This design comes from an exercise in tuning for a short achievable clock period and few clock cycles per item on the open sky130 flow, not from production work.
Where RTL was checked, it was by simulation tests only, not by an equivalence proof against the original.
For run 1, only the layout was checked, not whether the RTL still works.

## flow/design.v (module list and top-level ports; edited modules follow where they fit)
// module patina_lane: 799 lines
module patina_lane (
    input  wire               clk,
    input  wire               rst,
    input  wire        [17:0] clamp_c,
    input  wire               lin_bypass,
    input  wire signed [31:0] k1,
    input  wire signed [31:0] k2,
    input  wire signed [31:0] k3,
    input  wire               patina_en,
    input  wire signed [11:0] dp,
    input  wire         [2:0] es,
    input  wire         [2:0] eq,
    input  wire        [15:0] out_offset,
    input  wire               in_valid,
    output wire               in_ready,
    input  wire        [13:0] in_code,
    input  wire        [31:0] in_entry,
    output wire               out_valid,
    input  wire               out_ready,
    output wire        [15:0] out_pix,
    output wire               out_hi,
    output wire               out_lo,
    output wire               out_defect
);
  // ...
==> flow/flow/run.sh <==
#!/bin/bash
# Layout flow: the standard ORFS flow (standard.sh), with the port
# buffers made plain sky130_fd_sc_hd__buf_4 cells. Every input and output
# port still gets its buffer; only the cell type differs from buffer_ports'
# own choice (a clkdlybuf4s50_1 delay cell).
set -euo pipefail
export BUFFER_PORTS_ARGS="-buffer_cell sky130_fd_sc_hd__buf_4"
bash standard.sh > standard_flow.log 2>&1
==> flow/standard.sh <==
#!/bin/bash
# synth_recipe.tcl (not shown) runs the flow's synth.tcl, then flattens the netlist and writes it again
# the make line also repeats each setting of config.mk as NAME=value (left out here)
make -C /OpenROAD-flow-scripts/flow DESIGN_CONFIG=/design/flow/config.mk WORK_HOME=/design/flow/orfs CLKGATE_MAP_FILE= SYNTH_SCRIPT=/design/flow/synth_recipe.tcl "${@:-finish}"
==> flow/config.mk <==
export PLATFORM = sky130hd
export DESIGN_NAME = patina_lane
export DESIGN_NICKNAME = patina_lane
export VERILOG_FILES = /design/flow/design.v
export SDC_FILE = /design/flow/constraint.sdc
export NUM_CORES = 4
export LEC_CHECK = 0
export CAP_MARGIN = 20
export CORE_MARGIN = 2
export CORE_UTILIZATION = 40
export SLEW_MARGIN = 65
==> flow/constraint.sdc <==
create_clock -name core_clock -period 20.0 [get_ports {clk}]
set_input_delay 4.0000 -clock core_clock [delete_from_list [all_inputs] [get_ports {clk}]]
set_output_delay 4.0000 -clock core_clock [all_outputs]
set_load 0.01 [all_outputs]
==> summary.md, run 1 <==
| Metric | Value |
|---|---|
| Outcome | timing/DRC/antenna clean |
| Hold Path Depth | 0 |
| Slew of the pin with the lowest slew margin | 0.543 ns |
| Post-Syn Area per Cell | 11.1 sq um |
| Non-clk buf share | 1.75% |
| Hold Path Class | reg2reg |
| Layout Skew | 0.0614 ns |
| Area contributors post-synth | fa_1, dfxtp_1, inv_1, ha_1, and2_1 |
| CP arrival | 6.41 ns |
| R2R cell count | 18 |
| Sequential area share after synthesis | 30.1% |
| Root Driver | clkbuf_16 |
| Largest area class, layout | multi-input gates |
| RSZ-0062 raised after global routing | false |
| Yosys synthesis warning count | 1 |
| Antenna violations before repair | 17 |
| Share of the synthesized area in the top cell type | 36.4% |
| Syn Inst Count | 16821 |
| Setup Buffers After CTS | 0 |
| Tapcell count | 6174 |
| Main flop type after synthesis | dfxtp_1 |
| Setup WS pre-CTS | 14.38 ns |
| FMAX | 178 MHz |
| Fin area | 0.207 sq mm |
| Layout cells sized above 1 | 7.82% |
| Hold-fix buffers at CTS | 0 |
| Most numerous cell in the Yosys netlist | inv_1 |
| Worst r2r src | xm_r_263[26] |
| Critical path endpoint | d_8[6] |
| Antenna Violating Nets Remaining | 0 |
| Vias in the first global route | 121197 |
| Die area | 0.472 sq mm |
| Minimum hold slack | 0.307 ns |
| Commonest non-fill, non-tap cell in the layout | inv_1 |
| Fin crit period | 5.63 ns |
| Fin. Hold Viols | 0 |
| Setup crit start kind | register |
| CP delay by family, top | compound AO/OA/AOI/OAI gates |
==> run 2: changes to the inputs <==
--- a/flow/design.v
+++ b/flow/design.v
@@ -118,35 +118,32 @@
     reg [0:0] hi_7;
     reg [0:0] lo_7;
     reg signed [2:0] q_7;
     reg [13:0] g_7;
     reg signed [15:0] ds_7;
     reg signed [22:0] db_7;
     reg signed [22:0] dl_7;
     reg signed [22:0] dh_7;
-    reg signed [19:0] x_8;
     reg [0:0] hi_8;
     reg [0:0] lo_8;
     reg signed [2:0] q_8;
     reg [13:0] g_8;
     reg signed [22:0] d_8;
-    reg signed [21:0] p_8;
-    reg [0:0] plo_8;
-    reg [0:0] phi_8;
+    reg signed [21:0] y_8;
     reg [45:0] dd_r_337;
     reg [45:0] dd_r_338;
     reg [45:0] dd_r_339;
     reg [45:0] dd_r_340;
     reg [0:0] hi_9;
     reg [0:0] lo_9;
     reg signed [2:0] q_9;
     reg [13:0] g_9;
     reg signed [22:0] d_9;
-    reg signed [21:0] y_9;
+    reg signed [20:0] r_9;
     reg [0:0] hi_10;
     reg [0:0] lo_10;
     reg signed [2:0] q_10;
     reg [13:0] g_10;
     reg signed [22:0] d_10;
     reg signed [20:0] r_10;
     reg [51:0] dds_10;
     reg [0:0] ee_ci_360;
@@ -451,21 +448,22 @@
     wire [56:0] xd_s_269 = xm_s_266 ^ xm_c_267 ^ (xd_v_268 << 29);
     wire [56:0] xd_c_270 = ((xm_s_266 & xm_c_267) | (xm_s_266 & (xd_v_268 << 29)) | (xm_c_267 & (xd_v_268 << 29))) << 1;
     wire [56:0] xm_t_271 = xm_s_266 + xm_c_267;
     wire [56:0] xd_t_272 = xd_s_269 + xd_c_270;
     wire signed [27:0] pw = xm_t_271[56:29];
     wire p_lo = (pw < -28'sd2097152);
     wire p_hi = (pw > 28'sd2097151);
     reg signed [22:0] dw;
+    reg signed [21:0] yw;
     always @(*) begin
-        if (c_byp) dw = db_7;
-        else if (p_lo) dw = dl_7;
-        else if (p_hi) dw = dh_7;
-        else dw = xd_t_272[51:29];
+        if (c_byp) begin dw = db_7; yw = x_7; end
+        else if (p_lo) begin dw = dl_7; yw = -22'sd2097152; end
+        else if (p_hi) begin dw = dh_7; yw = 22'sd2097151; end
+        else begin dw = xd_t_272[51:29]; yw = pw[21:0]; end
     end
     wire [45:0] dd_a_273 = {{23{d_8[22]}}, d_8};
     wire [45:0] dd_p_274 = ({46{d_8[0]}} & (dd_a_273 << 0));
     wire [45:0] dd_p_275 = ({46{d_8[1]}} & (dd_a_273 << 1));
     wire [45:0] dd_p_276 = ({46{d_8[2]}} & (dd_a_273 << 2));
     wire [45:0] dd_p_277 = ({46{d_8[3]}} & (dd_a_273 << 3));
     wire [45:0] dd_p_278 = ({46{d_8[4]}} & (dd_a_273 << 4));
     wire [45:0] dd_p_279 = ({46{d_8[5]}} & (dd_a_273 << 5));
@@ -481,23 +479,17 @@
     wire [45:0] dd_p_289 = ({46{d_8[15]}} & (dd_a_273 << 15));
     wire [45:0] dd_p_290 = ({46{d_8[16]}} & (dd_a_273 << 16));
     wire [45:0] dd_p_291 = ({46{d_8[17]}} & (dd_a_273 << 17));
     wire [45:0] dd_p_292 = ({46{d_8[18]}} & (dd_a_273 << 18));
     wire [45:0] dd_p_293 = ({46{d_8[19]}} & (dd_a_273 << 19));
     wire [45:0] dd_p_294 = ({46{d_8[20]}} & (dd_a_273 << 20));
     wire [45:0] dd_p_295 = ({46{d_8[21]}} & (dd_a_273 << 21));
     wire [45:0] dd_p_296 = ~({46{d_8[22]}} & (dd_a_273 << 22));
-    reg signed [21:0] yw;
-    always @(*) begin
-        if (c_byp) yw = x_8;
-        else if (plo_8) yw = -22'sd2097152;
-        else if (phi_8) yw = 22'sd2097151;
-        else yw = p_8;
-    end
+    wire signed [20:0] rw = ($signed({y_8[21], y_8}) + 23'sd2) >>> 2;
     wire [45:0] dd_s_297 = dd_p_274 ^ dd_p_275 ^ dd_p_276;
     wire [45:0] dd_c_298 = ((dd_p_274 & dd_p_275) | (dd_p_274 & dd_p_276) | (dd_p_275 & dd_p_276)) << 1;
     wire [45:0] dd_s_299 = dd_p_277 ^ dd_p_278 ^ dd_p_279;
     wire [45:0] dd_c_300 = ((dd_p_277 & dd_p_278) | (dd_p_277 & dd_p_279) | (dd_p_278 & dd_p_279)) << 1;
     wire [45:0] dd_s_301 = dd_p_280 ^ dd_p_281 ^ dd_p_282;
     wire [45:0] dd_c_302 = ((dd_p_280 & dd_p_281) | (dd_p_280 & dd_p_282) | (dd_p_281 & dd_p_282)) << 1;
     wire [45:0] dd_s_303 = dd_p_283 ^ dd_p_284 ^ dd_p_285;
     wire [45:0] dd_c_304 = ((dd_p_283 & dd_p_284) | (dd_p_283 & dd_p_285) | (dd_p_284 & dd_p_285)) << 1;
@@ -528,17 +520,16 @@
     wire [45:0] dd_s_329 = dd_s_323 ^ dd_c_324 ^ dd_s_325;
     wire [45:0] dd_c_330 = ((dd_s_323 & dd_c_324) | (dd_s_323 & dd_s_325) | (dd_c_324 & dd_s_325)) << 1;
     wire [45:0] dd_s_331 = dd_c_326 ^ dd_s_327 ^ dd_c_328;
     wire [45:0] dd_c_332 = ((dd_c_326 & dd_s_327) | (dd_c_326 & dd_c_328) | (dd_s_327 & dd_c_328)) << 1;
     wire [45:0] dd_s_333 = dd_s_329 ^ dd_c_330 ^ dd_s_331;
     wire [45:0] dd_c_334 = ((dd_s_329 & dd_c_330) | (dd_s_329 & dd_s_331) | (dd_c_330 & dd_s_331)) << 1;
     wire [45:0] dd_s_335 = dd_c_332 ^ dd_c_322 ^ dd_c_312;
     wire [45:0] dd_c_336 = ((dd_c_332 & dd_c_322) | (dd_c_332 & dd_c_312) | (dd_c_322 & dd_c_312)) << 1;
-    wire signed [20:0] rw = ($signed({y_9[21], y_9}) + 23'sd2) >>> 2;
     wire [45:0] dd_s_341 = dd_r_337 ^ dd_r_338 ^ dd_r_339;
     wire [45:0] dd_c_342 = ((dd_r_337 & dd_r_338) | (dd_r_337 & dd_r_339) | (dd_r_338 & dd_r_339)) << 1;
     wire [45:0] dd_s_343 = dd_s_341 ^ dd_c_342 ^ dd_r_340;
     wire [45:0] dd_c_344 = ((dd_s_341 & dd_c_342) | (dd_s_341 & dd_r_340) | (dd_c_342 & dd_r_340)) << 1;
     wire [45:0] dd_t_345 = dd_s_343 + dd_c_344;
     wire [51:0] ddsw = {7'd0, dd_t_345[44:0]} << c_eq;
     wire [57:0] ee_a_346 = {6'd0, dds_10};
     wire [57:0] ee_p_347 = ({58{q_10[0]}} & (ee_a_346 << 0));
@@ -661,41 +652,38 @@
         hi_7 <= hi_6;
         lo_7 <= lo_6;
         q_7 <= q_6;
         g_7 <= g_6;
         ds_7 <= ds_6;
         db_7 <= dbw;
         dl_7 <= dlw;
         dh_7 <= dhw;
-        x_8 <= x_7;
         hi_8 <= hi_7;
         lo_8 <= lo_7;
         q_8 <= q_7;
         g_8 <= g_7;
         d_8 <= dw;
-        p_8 <= pw[21:0];
-        plo_8 <= p_lo;
-        phi_8 <= p_hi;
+        y_8 <= yw;
         dd_r_337 <= dd_s_333;
         dd_r_338 <= dd_c_334;
         dd_r_339 <= dd_s_335;
         dd_r_340 <= dd_c_336;
         hi_9 <= hi_8;
         lo_9 <= lo_8;
         q_9 <= q_8;
         g_9 <= g_8;
         d_9 <= d_8;
-        y_9 <= yw;
+        r_9 <= rw;
         hi_10 <= hi_9;
         lo_10 <= lo_9;
         q_10 <= q_9;
         g_10 <= g_9;
         d_10 <= d_9;
-        r_10 <= rw;
+        r_10 <= r_9;
         dds_10 <= ddsw;
         ee_ci_360 <= ee_lo_357[26];
         ee_r_361 <= ee_h_358;
         ee_r_362 <= ee_h_359;
         hi_11 <= hi_10;
         lo_11 <= lo_10;
         g_11 <= g_10;
         r_11 <= r_10;
==> flow/flow/run.sh (replaced) <==
#!/bin/bash
# Layout flow: the standard ORFS flow (standard.sh) with two changes:
#  - the port buffers are plain sky130_fd_sc_hd__buf_4 cells (every input
#    and output port still gets its buffer; buffer_ports would otherwise pick
#    a clkdlybuf4s50_1 delay cell);
#  - after placement, the flip-flops that drive the output port buffers are
#    upsized to sky130_fd_sc_hd__dfxtp_4 (same cell type, stronger drive)
#    and the placement is legalized again (flow/resize_out.tcl).
# Each step's full output goes to a log file of its own here.
set -euo pipefail
export BUFFER_PORTS_ARGS="-buffer_cell sky130_fd_sc_hd__buf_4"
bash standard.sh place > flow_place.log 2>&1
RES="orfs/results/$FLOW_PLATFORM/patina_lane/base" \
LIB="$FLOW_HOME/platforms/$FLOW_PLATFORM/lib/sky130_fd_sc_hd__tt_025C_1v80.lib" \
  openroad -no_init -exit flow/resize_out.tcl > flow_resize.log 2>&1
bash standard.sh > flow_finish.log 2>&1
==> flow/flow/resize_out.tcl (new file) <==
# Upsize the flip-flops that drive the output port buffers to dfxtp_4,
# then legalize the placement. Reads and rewrites 3_place.odb in $RES.
set res $::env(RES)
read_liberty $::env(LIB)
read_db $res/3_place.odb
read_sdc $res/3_place.sdc
source $::env(FLOW_HOME)/platforms/sky130hd/setRC.tcl
set n 0
foreach port [get_ports -filter "direction == output"] {
  set buf [get_cells -of_objects [get_pins -of_objects [get_nets [get_full_name $port]] -filter "direction == output"]]
  foreach ipin [get_pins -of_objects $buf -filter "direction == input"] {
    set drvpin [get_pins -of_objects [get_nets -of_objects $ipin] -filter "direction == output"]
    set ff [get_cells -of_objects $drvpin]
    set ref [get_property $ff ref_name]
    if {[string match "sky130_fd_sc_hd__dfxtp_*" $ref]} {
      replace_cell $ff sky130_fd_sc_hd__dfxtp_4
      incr n
    }
  }
}
puts "upsized $n output flip-flops"
set_placement_padding -global -left 0 -right 0
detailed_placement
check_placement
write_db $res/3_place.odb
==> flow/config.mk (replaced) <==
export PLATFORM = sky130hd
export DESIGN_NAME = patina_lane
export DESIGN_NICKNAME = patina_lane
export VERILOG_FILES = /design/flow/design.v
export SDC_FILE = /design/flow/constraint.sdc
export NUM_CORES = 4
export LEC_CHECK = 0
export CAP_MARGIN = 20
export CORE_MARGIN = 2
export CORE_UTILIZATION = 40
export SLEW_MARGIN = 20
==> run 2 against run 1 <==
Against the previous run: die area decreased by 0.38%; sequential cell count decreased by 20; wire length increased by 4.7%; critical path depth decreased by 3; via count increased by 0.44%; area after synthesis decreased by 0.38%; first-iteration DRC count increased by 5.9%; maximum frequency about the same; non-clock buffer count decreased by 74; largest cell class unchanged.
==> summary.md, run 2 <==
| Metric | Value |
|---|---|
| H-tree depth | 5 (unchanged) |
| Clock latency on the worst-skew pair | 1.00 ns (was 0.95 ns) |
| Pre-antenna DRT Iters | 7 (unchanged) |
| Reg2reg end | d_8[22] (was d_8[6]) |
| R2R cell count | 15 (was 18) |
| TritonCTS clock tree | built (unchanged) |
| CP delay by family, top | compound AO/OA/AOI/OAI gates (unchanged) |
| Syn Nets | 21397 (was 21425) |
| FMAX | 178 MHz (about the same) |
| Slew Viols, Final | 0 (unchanged) |
| Finished Layout Cells | 23286 (was 23370) |
| PortBufs | 220 (unchanged) |
| DR vias/cell | 4.71 (was 4.67) |
| CP Capture Type | register (unchanged) |
| Critical path endpoint | d_8[22] (was d_8[6]) |
| Die Wd | 686 um (was 687 um) |
| FP Rows | 250 (unchanged) |
| CP required | 20.84 ns (was 20.78 ns) |
| Worst setup path start | xm_r_263[25] (was xm_r_263[26]) |
| Most numerous cell in the Yosys netlist | inv_1 (unchanged) |
| WP buf/inv | 1 (was 3) |
| Post-CTS resize count | 0 (unchanged) |
| Placed insts | 22723 (was 22811) |
| Main flop type after synthesis | dfxtp_1 (unchanged) |
| WL final | 421 mm (was 402 mm) |
| Dpl hpwl | 317 mm (was 312 mm) |
| Worst path most repeated cell | fa_1 |
| RSZ-0062 raised after global routing | false (unchanged) |
| Critical path peak fanout | 44 (was 8) |
| PnR worst setup slack | 14.38 ns (was 14.37 ns) |
| Synth top cells by count | inv_1, fa_1, dfxtp_1 (unchanged) |
| Core area | 0.463 sq mm (was 0.464 sq mm) |
| Pin count of the biggest net entering global routing | 77 (was 64) |
| Final period util | 28.1% (about the same) |
| Share of the synthesized area in the top cell type | 36.5% (was 36.4%) |
| Commonest non-fill, non-tap cell in the layout | inv_1 (unchanged) |
| Max-cap violations | 0 (unchanged) |
| Area contributors post-synth | fa_1, dfxtp_1, inv_1, ha_1, and2_1 (unchanged) |
| Sequential area share after synthesis | 30.0% (was 30.1%) |
| Number of remaining DRC errors | 0 (unchanged) |
| Antenna violations before repair | 12 (was 17) |
| CTS Buf Count | 302 (was 301) |
| Max reg flops | 304 (unchanged) |
| CP max stage cell | a31o_2 (was or4_1) |
| Minimum hold slack | 0.281 ns (was 0.307 ns) |
| CP arrival | 6.46 ns (was 6.41 ns) |
| CP Cell Sequence | fa_1, ha_1, inv_1, fa_1, o21ai_0, a32oi_1, a311oi_1, o21bai_1, nor4b_1, o31ai_1, xnor2_1, nor3_1, a31o_2, nand2b_1, o21ba_2 (was inv_1, fa_1, inv_1, ha_1, fa_1, a21o_1, a21oi_1, a2bb2oi_1, a21oi_1, nor3b_4, o21ai_4, a2111oi_4, o31ai_1, or4_1, o21ai_4, buf_4, mux2_2, a221o_1) |
| Syn Inst Count | 16793 (was 16821) |
| Most frequent cells in the layout | inv_1, fa_1, dfxtp_1 (unchanged) |
| Fin crit period | 5.62 ns (was 5.63 ns) |
| Die area | 0.471 sq mm (was 0.472 sq mm) |
| Vias in the first global route | 121099 (was 121197) |
| Placed cell areas | 0.194 sq mm (was 0.197 sq mm) |
| Hold-fix buffers at CTS | 0 (unchanged) |
| Routed via count | 109703 (was 109222) |
| Hold Path Class | reg2reg (unchanged) |
| Slew of the pin with the lowest slew margin | 1.14 ns (was 0.543 ns) |
| Clock-pin transition on the worst setup and hold timing paths | 0.06 ns (about the same) |
| Fin util | 44.3% (was 44.6%) |
| Initial drt markers | 5589 (was 5276) |
| Layout cells sized above 1 | 6.58% (was 7.82%) |
| Post-Syn Area per Cell | 11.1 sq um (about the same) |
| Antenna Violating Nets Remaining | 0 (unchanged) |
| Final setup viols | 0 (unchanged) |
| Clk buf depth | 4 (unchanged) |
| Placer congestion estimate | 0.849 (was 0.843) |
| Library cells used by synthesis | 91 (was 89) |
| Setup WS pre-CTS | 14.07 ns (was 14.38 ns) |
| Crit Path Class | reg2reg (unchanged) |
| Initial Utilization | 40.2% (about the same) |
| Async set-or-reset flop fraction in the synthesized netlist | 0% (unchanged) |
| Chip height | 686 um (was 687 um) |
| R2R Setup Slk | 14.38 ns (was 14.37 ns) |
| Overflow after GRT | 0 (unchanged) |
| Worst r2r src | xm_r_263[25] (was xm_r_263[26]) |
| Setup TNS | 0 ns (unchanged) |
| Relative slew margins | 24.0% (was 63.6%) |
| Yosys synthesis warning count | 1 (unchanged) |
| Synth-to-Final Area Change | 10.2% (was 11.0%) |
| Yosys top cell by area | fa_1 (unchanged) |
| Fin area | 0.205 sq mm (was 0.207 sq mm) |
| Setup crit start kind | register (unchanged) |
| Setup Buffers After CTS | 0 (unchanged) |
| Final net count | 21458 (was 21554) |
| Layout Skew | 0.120 ns (was 0.0614 ns) |
| Fin. Hold Viols | 0 (unchanged) |
| DR WL/cell | 18.1 um (was 17.2 um) |
| Number of enable flip-flop cells after synthesis | 304 (unchanged) |
| First-pass GRT wire length | 681 mm (was 660 mm) |
| GRT Util Overall | 18.4% (was 17.5%) |
| Outcome | timing/DRC/antenna clean (unchanged) |
| IO Pins | 221 (unchanged) |
| Clock Sinks | 2637 (was 2657) |
| Slowest stage delay, CP | 0.82 ns (was 0.63 ns) |
| Worst path depth | 15 (was 18) |
| Yosys reg bits | 2637 (was 2657) |
| Root Driver | clkbuf_16 (unchanged) |
| Cell area after synthesis | 0.186 sq mm (was 0.187 sq mm) |
[run 2: kinds of logic after synthesis]
family / after synthesis / share of synthesized area (%)
adder cells (fa/ha/maj): 4404 / 43.3
buffers and inverters: 4173 / 8.44
AND/OR/NAND/NOR: 4006 / 11.2
flip-flops: 2637 / 30.0
AO/OA/AOI/OAI: 985 / 3.40
XOR/XNOR: 368 / 1.73
multiplexers: 220 / 1.86
[run 2: cell type report]
class                           instances  area [sq um]
Timing Repair Buffer                  336          2530
Inverter                             3594         13500
Multi-Input combinational cell       9983        115000
Fill cell                           43172        258000
Antenna cell                           12          30.0
Clock buffer                          395          8440
Clock inverter                        155          2180
Tap cell                             6174          7720
Sequential cell                      2637         56000
[run 2: worst register-to-register path, cell delays in order, from the launching register on]
cell	delay [ns]
dfxtp_1	0.31
fa_1	0.56
ha_1	0.18
inv_1	0.06
fa_1	0.41
o21ai_0	0.36
a32oi_1	0.19
a311oi_1	0.80
o21bai_1	0.21
nor4b_1	0.21
o31ai_1	0.29
xnor2_1	0.13
nor3_1	0.37
a31o_2	0.83
nand2b_1	0.37
o21ba_2	0.29
[run 2: worst min path at each step]
| stage | slack [ns] | cells after the start | from | endpoint |
|---|---|---|---|---|
| 4_1_cts | 0.28 | 0 | x_5[8] | x_6[8] |
| 3_5_place_dp | 0.31 | 0 | x_5[0] | x_6[0] |
| 5_1_grt | 0.30 | 0 | x_5[8] | x_6[8] |
| 2_1_floorplan | 0.31 | 0 | d_9[10] | d_10[10] |
| 6_report | 0.28 | 0 | x_5[8] | x_6[8] |
| 3_3_place_gp | 0.31 | 0 | x_3[13] | x_4[13] |
[run 2: per-layer routing]
metal	track usage, %	wire [um]
met2	31.2	202000
met1	24.9	188000
met4	4.76	11400
met5	0	0
met3	2.35	19900
Testbench counts of run 2, summed over its fixed seeds: cycles 40,651, items 35,275.

==> separate check: timing with driven ports <==
How much do the figures lean on ideal ports? The routed layouts below were timed once more, with nothing changed but the port constraints.
Step 1 (the two cells are an assumption about what drives the block):
set clk [get_ports {clk}]
set_driving_cell -lib_cell sky130_fd_sc_hd__clkbuf_16 $clk
set_driving_cell -lib_cell sky130_fd_sc_hd__buf_2 [delete_from_list [all_inputs] $clk]
Step 2 also shifts input and output timing later by t, the mid clock arrival at the registers, as if the neighbouring blocks saw the same clock.
Slacks: ideal ports / drivers / drivers and shift; pairs: ideal ports / drivers.
run | t, ns | slack for setup (ns) | hold slack, ns | worst slew at a driven data input, ns
run 1 | 1.016 | 14.373 / 14.373 / 14.373 | 0.307 / 0.307 / 0.307 | 0.08
run 2 | 1.050 | 14.378 / 14.378 / 14.092 | 0.281 / 0.281 / 0.281 | 0.07
After both steps setup and hold are still met in every run listed. The setup slack of run 2, which loses most, moves by 0.000 ns with the drivers and by -0.286 ns with both steps.
